This is an optimization exercise on Yosys and OpenROAD, whose aim is small area and a short achievable clock period, not a production implementation. The RTL was checked by simulation tests, not by an equivalence proof against the original design. Power is estimated from default activity; no workload was simulated.

==> flow/design.v (outline; a module is shown in full before it is edited, if it fits) <==
// module tscalar_exec: 2099 lines
// module tsx_fa: 4 lines
// module tsx_ha: 4 lines
module tscalar_exec (
    input  wire        clk,
    input  wire        rst,          
    input  wire        in_valid,
    input  wire [39:0] instr,        
    input  wire [31:0] rs_val,
    input  wire [31:0] rt_val,
    output reg         out_valid,
    output reg         out_we,       
    output reg  [4:0]  out_rd,
    output wire [31:0] out_wdata,
    output reg         out_we2,      
    output wire [31:0] out_wdata2,
    output reg         out_sat,      
    output reg         out_ill       
);
  // ...
==> flow/run.sh <==
#!/bin/bash
# synth_recipe.tcl (not shown) runs the flow's synth.tcl, then flattens the netlist and writes it again
# the make line also repeats each setting of config.mk as NAME=value (left out here)
make -C /OpenROAD-flow-scripts/flow DESIGN_CONFIG=/design/flow/config.mk WORK_HOME=/design/flow/orfs CLKGATE_MAP_FILE= SYNTH_SCRIPT=/design/flow/synth_recipe.tcl finish
==> flow/config.mk <==
export PLATFORM = sky130hd
export DESIGN_NAME = tscalar_exec
export DESIGN_NICKNAME = tscalar_exec
export VERILOG_FILES = /design/flow/design.v
export SDC_FILE = /design/flow/constraint.sdc
export NUM_CORES = 4
export LEC_CHECK = 0
export ABC_AREA = 1
export CAP_MARGIN = 20
export CORE_MARGIN = 2
export CORE_UTILIZATION = 50
export CTS_CLUSTER_DIAMETER = 30
export CTS_CLUSTER_SIZE = 8
export PLACE_DENSITY = 0.65
export SETUP_SLACK_MARGIN = 5
export SLEW_MARGIN = 20
export SYNTH_HIERARCHICAL = 1
==> flow/constraint.sdc <==
create_clock -name core_clock -period 10.5 [get_ports {clk}]
set_input_delay 2.1000 -clock core_clock [delete_from_list [all_inputs] [get_ports {clk}]]
set_output_delay 2.1000 -clock core_clock [all_outputs]
set_load 0.01 [all_outputs]
==> key figures, run 1 <==
Global route
  • Met1 usage: 59.86%
  • Grt met2 use: 66.54%
  • Global route hottest layer: met2

Worst setup path
  • Critical path depth: 15
  • Max stage delay on crit path: 580 ps
  • Critical path's slowest cell: fa_2
  • Worst Path Arrival: 5860 ps
  • CP bufs+invs: 3
  • Reg-to-reg slack, setup: 4970 ps
  • Crit. End Element: flop

Placed design
  • Port Buffers: 153

Timing
  • Crit share post-route: 52.67%
  • RSZ-0062 raised after global routing: yes
  • Fin Hold WS: 330.7 ps

CTS
  • H-Tree Depth: 4
  • # hold bufs at CTS: 0
  • Root Buffer: clkbuf_16
  • CTS max path bufs: 2

Yosys
  • Post-Synth XOR/XNOR Area: 14.62%
  • Top cell type by total area after synthesis: fa_1
  • Complex-gate fraction of the synthesized area: 18.35%
  • Yosys top cell area share: 24.49%
  • Gate Count Post-Synth: 4642
  • Async set-or-reset flop fraction in the synthesized netlist: 0%

Power and ir drop
  • Main power group: combinational logic
  • PwrDens: 195.6 nW/um2
  • Sw Share: 56.17%

Final layout
  • Number of fill cells: 6803
  • Seq Cell Count: 188
  • # diodes: 7
  • Share of cells above drive strength 1: 6.870%
  • Signal inverters: 301
  • Count of non-filler cells in the finished layout: 5547

Drt
  • Total wire length: 176900 um
  • Via density: 6.885
  • Uppermost layer routed: met5
  • Met3 WL: 27820 um
  • First-pass iteration count of the detailed router: 7

Die
  • TAP cells: 940
  • Die width: 271.0 um

Run status
  • Outcome: timing/DRC/antenna clean
==> run 2: changes to the inputs <==
--- a/flow/design.v
+++ b/flow/design.v
@@ -187,69 +187,72 @@
     function [31:0] rev32(input [31:0] x);
         integer i;
         for (i = 0; i < 32; i = i + 1)
             rev32[i] = x[31 - i];
     endfunction
     wire lt_sel = d_sltu ? lt_u : lt_s;
     wire sel_b  = (d_min & ~lt_s) | (d_max & lt_s);     
     wire d_shl  = d_sll | d_slli | d_norm;
+    wire        lg_op = d_and | d_or | d_xor | d_andi | d_ori | d_xori;
+    wire [31:0] lg_b  = fmt_ri ? {15'd0, imm} : rt_val;
     wire [31:0] op_a =
         ({32{d_slt | d_sltu}} & {31'd0, lt_sel}) |
         ({32{(d_min | d_max) & sel_b}} & rt_val) |
         ({32{(d_min | d_max) & ~sel_b}} & rs_val) |
         ({32{d_exp}} & {24'd0, rs_val[30:23]}) |
         ({32{d_shl}} & rev32(rs_val)) |
-        ({32{~(d_slt | d_sltu | d_min | d_max | d_exp | d_lui | d_shl)}} & rs_val);
+        ({32{d_and | d_andi}} & (rs_val & lg_b)) |
+        ({32{d_or | d_ori}} & (rs_val | lg_b)) |
+        ({32{d_xor | d_xori}} & (rs_val ^ lg_b)) |
+        ({32{~(d_slt | d_sltu | d_min | d_max | d_exp | d_lui | d_shl | lg_op)}} & rs_val);
     wire [32:0] bo_b = {rt_val, 1'b0};
     wire [31:0] bo_code;
     wire [15:0] op_neg;
     genvar gi;
     generate
         for (gi = 0; gi < 16; gi = gi + 1) begin : g_booth
             assign bo_code[2 * gi]     = bo_b[2 * gi + 1] ^ bo_b[2 * gi];
             assign bo_code[2 * gi + 1] = (bo_b[2 * gi + 2] & ~bo_b[2 * gi + 1] & ~bo_b[2 * gi]) |
                                          (~bo_b[2 * gi + 2] & bo_b[2 * gi + 1] & bo_b[2 * gi]);
             assign op_neg[gi]          = bo_b[2 * gi + 2];
         end
     endgenerate
     wire [31:0] op_b =
         ({32{d_mul | d_mulh}} & bo_code) |
-        ({32{fmt_rr & ~(d_mul | d_mulh | d_sub | d_slt | d_sltu | d_min | d_max | d_exp | d_norm)}} & rt_val) |
+        ({32{fmt_rr & ~(d_mul | d_mulh | d_sub | d_slt | d_sltu | d_min | d_max | d_exp | d_norm |
+                        d_and | d_or | d_xor)}} & rt_val) |
         ({32{d_sub}} & ~rt_val) |
         ({32{d_addi}} & {{15{imm[16]}}, imm}) |
-        ({32{(fmt_ri & ~d_addi) | d_sats}} & {15'd0, imm}) |
+        ({32{d_slli | d_srli | d_srai | d_sats}} & {15'd0, imm}) |
         ({32{d_exp}} & 32'hFFFFFF81) |
         ({32{d_lui}} & {imm[14:0], 17'd0}) |
         ({32{d_norm}} & {27'd0, cls});
     reg        r_valid;
     reg [31:0] r_a, r_b;
     reg [15:0] r_neg;
     reg [4:0]  r_rd;
     reg        r_we, r_we2, r_ill, r_sat;
-    reg        r_kadd, r_cin, r_kand, r_kor, r_kxor, r_kshr, r_kshl, r_ksats,
+    reg        r_kadd, r_cin, r_kshr, r_kshl, r_ksats,
                r_fill, r_inc, r_kmul, r_kmulh;
     always @(posedge clk) begin
         if (rst)
             r_valid <= 1'b0;
         else
             r_valid <= in_valid;
         r_a     <= op_a;
         r_b     <= op_b;
         r_neg   <= op_neg;
         r_rd    <= i_rd;
         r_we    <= mine & ~ill;
         r_we2   <= d_norm & ~ill;
         r_ill   <= mine & ill;
         r_sat   <= d_sats & ~ill;
-        r_kadd  <= d_add | d_sub | d_addi | d_slt | d_sltu | d_min | d_max | d_exp | d_lui;
+        r_kadd  <= d_add | d_sub | d_addi | d_slt | d_sltu | d_min | d_max | d_exp | d_lui | lg_op;
         r_cin   <= d_sub;
-        r_kand  <= d_and | d_andi;
-        r_kor   <= d_or | d_ori;
-        r_kxor  <= d_xor | d_xori;
         r_kshr  <= d_srl | d_sra | d_srli | d_srai;
         r_kshl  <= d_shl;
         r_ksats <= d_sats;
         r_fill  <= d_sra | d_srai | d_sats;
         r_inc   <= inc;
         r_kmul  <= d_mul;
         r_kmulh <= d_mulh;
     end
@@ -271,19 +274,16 @@
         end
     endgenerate
     wire [31:0] qr   = y ^ ({ip[32 * 5 + 30:32 * 5], 1'b1} & {32{r_inc}});
     wire [31:0] wmsk = 32'hFFFFFFFF << wm1;                
     wire        all1 = &(qr | ~wmsk);
     wire        all0 = ~|(qr & wmsk);
     wire        satv = ~(all1 | all0);
     wire [31:0] sres = satv ? (qr[31] ? wmsk : ~wmsk) : qr;
-    wire [31:0] lg = ({32{r_kand}} & (r_a & r_b)) |
-                     ({32{r_kor}}  & (r_a | r_b)) |
-                     ({32{r_kxor}} & (r_a ^ r_b));
     wire [31:0] m_a = r_a;
     wire [15:0] bo_one, bo_two, bo_neg;
     generate
         for (gi = 0; gi < 16; gi = gi + 1) begin : g_bdig
             assign bo_one[gi] = r_b[2 * gi];
             assign bo_two[gi] = r_b[2 * gi + 1];
         end
     endgenerate
@@ -1831,17 +1831,16 @@
     wire cg_30_31 = (ml_s[31] & ml_c[31]) | ((ml_s[31] | ml_c[31]) & (ml_s[30] & ml_c[30]));
     wire cp_30_31 = (ml_s[31] | ml_c[31]) & (ml_s[30] | ml_c[30]);
     wire cg_28_31 = cg_30_31 | (cp_30_31 & cg_28_29);
     wire cp_28_31 = cp_30_31 & cp_28_29;
     wire [3:0] m_lo_g = {cg_28_31, cg_24_27, cg_16_23, cg_0_15};
     wire [3:0] m_lo_p = {cp_28_31, cp_24_27, cp_16_23, 1'b0};
     wire [31:0] res_s_e =
         ({32{r_kadd}}  & r_a) |
-        lg |
         ({32{r_kshr}}  & y) |
         ({32{r_kshl}}  & rev32(y)) |
         ({32{r_ksats}} & sres);
     wire [31:0] res_s =
         res_s_e |
         ({32{r_kmul}}  & m_s[31:0]) |
         ({32{r_kmulh}} & m_s[63:32]);
     wire [31:0] res_c =
==> key figures, run 2 <==
CTS
  • Root Buffer: clkbuf_16 (unchanged)
  • Clock transition at path regs: 80 ps (about the same)
  • Num CTS Buffers: 17 (unchanged)
  • # hold bufs at CTS: 0 (unchanged)
  • CTS max path bufs: 2 (unchanged)
  • H-Tree Depth: 4 (unchanged)
  • CTS tree: done (unchanged)
  • Clock Latency Late Sink: 520 ps (was 480 ps)
  • Num Clock Sinks: 185 (was 188)

Yosys
  • Synth warnings: 7 (unchanged)
  • Register bit total from synthesis: 185 (was 188)
  • Yosys top cell area share: 24.32% (was 24.49%)
  • Most numerous cell in the Yosys netlist: nand2_1 (unchanged)
  • Top cell type by total area after synthesis: fa_1 (unchanged)
  • Gate Count Post-Synth: 4699 (was 4642)
  • Register area share after synthesis: 10.32% (was 10.56%)
  • Post-synth EDFFs: 0 (unchanged)
  • Most instantiated cells after synthesis: nand2_1, xor2_1, o22ai_1, fa_1, nand3_1 (unchanged)
  • Syn avg cell area: 7.639 um2 (was 7.678 um2)
  • Async set-or-reset flop fraction in the synthesized netlist: 0% (unchanged)
  • Ys flop type: dfxtp_1 (unchanged)
  • Synth Cell Area: 35890 um2 (was 35640 um2)
  • Area contributors post-synth: fa_1, xor2_1, dfxtp_1 (unchanged)
  • Count of different cell masters after synthesis: 55 (was 58)

Worst setup path
  • Beginning of the critical path: r_a[19] (was r_a[31])
  • Critical path launch point type: flop (unchanged)
  • WP data required: 10880 ps (was 10830 ps)
  • Reg2Reg Launch Point: r_a[19] (was r_a[31])
  • Worst Path Arrival: 5910 ps (was 5860 ps)
  • Setup CP Type: flop to flop (unchanged)
  • Crit Path Max Fanout: 32 (was 19)
  • Crit. End Element: flop (unchanged)

Drt
  • Remaining DRCs: 0 (unchanged)
  • Routed Antenna Nets: 0 (unchanged)
  • Vias: 37910 (was 38190)
  • First-pass iteration count of the detailed router: 9 (was 7)
  • Via density: 6.774 (was 6.885)
  • Starting DRT DRC Count: 5797 (was 6248)
  • DR WL/cell: 30.89 um (was 31.89 um)
  • Total wire length: 172800 um (was 176900 um)

Timing
  • Final hold vios: 0 (unchanged)
  • Rel. slew slack: 21.06% (was 32.02%)
  • Worst Clk Skew: 27.64 ps (was 26.56 ps)
  • Setup violations, final: 0 (unchanged)
  • Worst slew pin tran: 1172 ps (was 993.9 ps)
  • Crit share post-route: 52.64% (was 52.67%)
  • RSZ-0062 raised after global routing: yes (unchanged)
  • Setup TNS: 0 ps (unchanged)
  • Fin Hold WS: 330.1 ps (was 330.7 ps)
  • FMAX: 0.1809 GHz (was 0.1808 GHz)
  • Final min period: 5527 ps (was 5530 ps)
  • Fin. max-slew vios: 0 (unchanged)

Placed design
  • Port Buffers: 153 (unchanged)
  • DP Area: 37930 um2 (was 37590 um2)
  • HPWL after DPL: 121600 um (was 126000 um)
  • Final GP Congestion: 1.011 (was 1.067)

Global route
  • Antenna violations before repair: 3 (was 13)
  • Global Route Usage Sum: 45.84% (was 47.09%)
  • Largest net degree at the start of global routing: 66 (was 65)
  • Number of global-route vias before repair: 36480 (was 36750)
  • Total gr overflow: 0 (unchanged)
  • Global-route wire length before repair: 249400 um (was 254600 um)

Die
  • Die area: 73950 um2 (was 73440 um2)
  • Die extent in y: 271.9 um (was 271.0 um)
  • Core ar.: 71240 um2 (was 70270 um2)
  • Die width: 271.9 um (was 271.0 um)
  • Core Rows: 98 (was 97)
  • Initial Util: 50.38% (was 50.72%)
  • IO Pins: 181 (unchanged)

Worst hold path
  • Hold/Removal Path Class: flop to flop (unchanged)
  • Hold Startpoint: r_rd[2] (was r_rd[4])

Run
  • MaxCap Viol Count: 0 (unchanged)

Final layout
  • Layout area overhead: 8.571% (was 9.061%)
  • Most common cell after layout, fill and taps aside: nand2_1 (unchanged)
  • Share of cells above drive strength 1: 5.645% (was 6.870%)
  • Design Area, Final: 38970 um2 (was 38870 um2)
  • Commonest cells after routing, fill and taps aside: nand2_1, xor2_1, o22ai_1 (unchanged)
  • Final Net Count: 5344 (was 5304)

Run status
  • Outcome: timing/DRC/antenna clean (unchanged)

Power and ir drop
  • PwrDens: 228.8 nW/um2 (was 195.6 nW/um2)
  • Leakage: 17.48 nW (was 17.31 nW)
  • Worst vdd ir: 383.0 uV (was 320.7 uV)
-- run 2: cell families after synthesis --
kind of cell / count (synthesis) / synth area share (%)
AND/OR/NAND/NOR: 1421 / 16.86
adder cells (fa/ha/maj): 609 / 30.35
AO/OA/AOI/OAI: 1119 / 19.34
XOR/XNOR: 596 / 14.54
other: 2 / 0.02092
buffers and inverters: 767 / 8.579
flip-flops: 185 / 10.32
-- run 2: report_power, final --
part | internal (mW) | switching (mW)
Clock | 0.329 | 0.362
Sequential | 0.756 | 0.0527
Combinational | 2.66 | 4.76
Total | 3.74 | 5.17
-- run 2: worst max-delay path, stage by stage (launching register included) --
cell     delay [ps]
dfxtp_1         390
inv_1            80
buf_4           490
o22ai_1         200
xor2_1          210
fa_1            550
fa_1            610
fa_1            430
fa_1            410
fa_1            500
fa_1            430
nand2_1         130
o21ai_0         260
a21oi_1         290
o21ai_0         110
a21oi_1         140
nand2_1         110
-- run 2: area by class of cell --
| cell class | count | area (um2) |
|---|---|---|
| clock buffers | 18 | 439.2 |
| flip-flops and latches | 185 | 3742 |
| inverters | 356 | 1361 |
| repair buffers | 280 | 2556 |
| diodes | 5 | 12.51 |
| fillers | 6932 | 32270 |
| clock inverters | 14 | 176.4 |
| multi-input cells | 3788 | 29490 |
| well taps | 950 | 1189 |
-- run 2: per-module statistics from Yosys (local to each module, per instance) --
| module | area [um2] | cells | flip-flops and latches |
|---|---|---|---|
| tsx_fa | 20.02 | 1 | 0 |
| tsx_ha | 12.51 | 1 | 0 |
| tscalar_exec | 26620 | 4219 | 185 |
-- run 2: final timing paths --
path,cells past startpoint,slack (ps),endpoint
setup / recovery,16,4970,o_s[4]
hold / removal,0,330,out_rd[2]
hold reg to reg,0,330,out_rd[2]
setup reg to reg,16,4970,o_s[4]
-- run 2: through the flow --
step / power, mW / utilization (%) / std cells / worst slack (ps)
2_1_floorplan: 4.877 / - / 4740 / 5300
3_3_place_gp: 7.704 / 53.24 / 5545 / 3999
3_5_place_dp: 7.749 / 53.24 / 5545 / 3922
4_1_cts: 8.452 / 54.29 / 5582 / 4872
5_1_grt: 9.286 / 54.69 / 5591 / 4885
6_report: 8.917 / 54.70 / 5596 / 4973
-- run 2: what timing repair did --
action                     in CTS  in global routing
buffers inserted                5                  9
resized for setup              47                 70
setup endpoints to repair      59                 68
pin swaps                       2                  7
-- run 2: per-layer routing --
layer | global-route usage (%) | vias to the layer above | part of all wire, %
met2 | 66.13 | 3269 | 41
met4 | 27.59 | 2 | 7.2
met1 | 59.12 | 18100 | 37
li1 | - | 15860 | -
met3 | 15.75 | 685 | 15
met5 | 0 | - | 0.0064

[what the ideal ports hide]
No port has a modelled driver above. Below, the same layouts with a new extraction and two added sets of constraints. Step 1 (the two cells are an assumption about what drives the block):
set clk [get_ports {clk}]
set_driving_cell -lib_cell sky130_fd_sc_hd__clkbuf_16 $clk
set_driving_cell -lib_cell sky130_fd_sc_hd__buf_2 [delete_from_list [all_inputs] $clk]
Step 2 times the ports against the registers' clock, not the clock port: input delays grow and output delays shrink by t, the midpoint of the rising clock arrivals with the driver on. Slacks: ideal ports / drivers / drivers and shift; pairs: ideal ports / drivers.
run	t (ns)	slack for setup (ns)	worst slew at a driven data input, ns	cell pins on the clock port's net
run 1	0.534	4.970 / 4.970 / 4.558	0.06	1
run 2	0.568	4.973 / 4.973 / 4.626	0.05	1
After both steps every run listed still meets setup and hold. For run 1, which loses most, drivers alone change the setup slack by 0.000 ns; drivers and shift together by -0.412 ns.
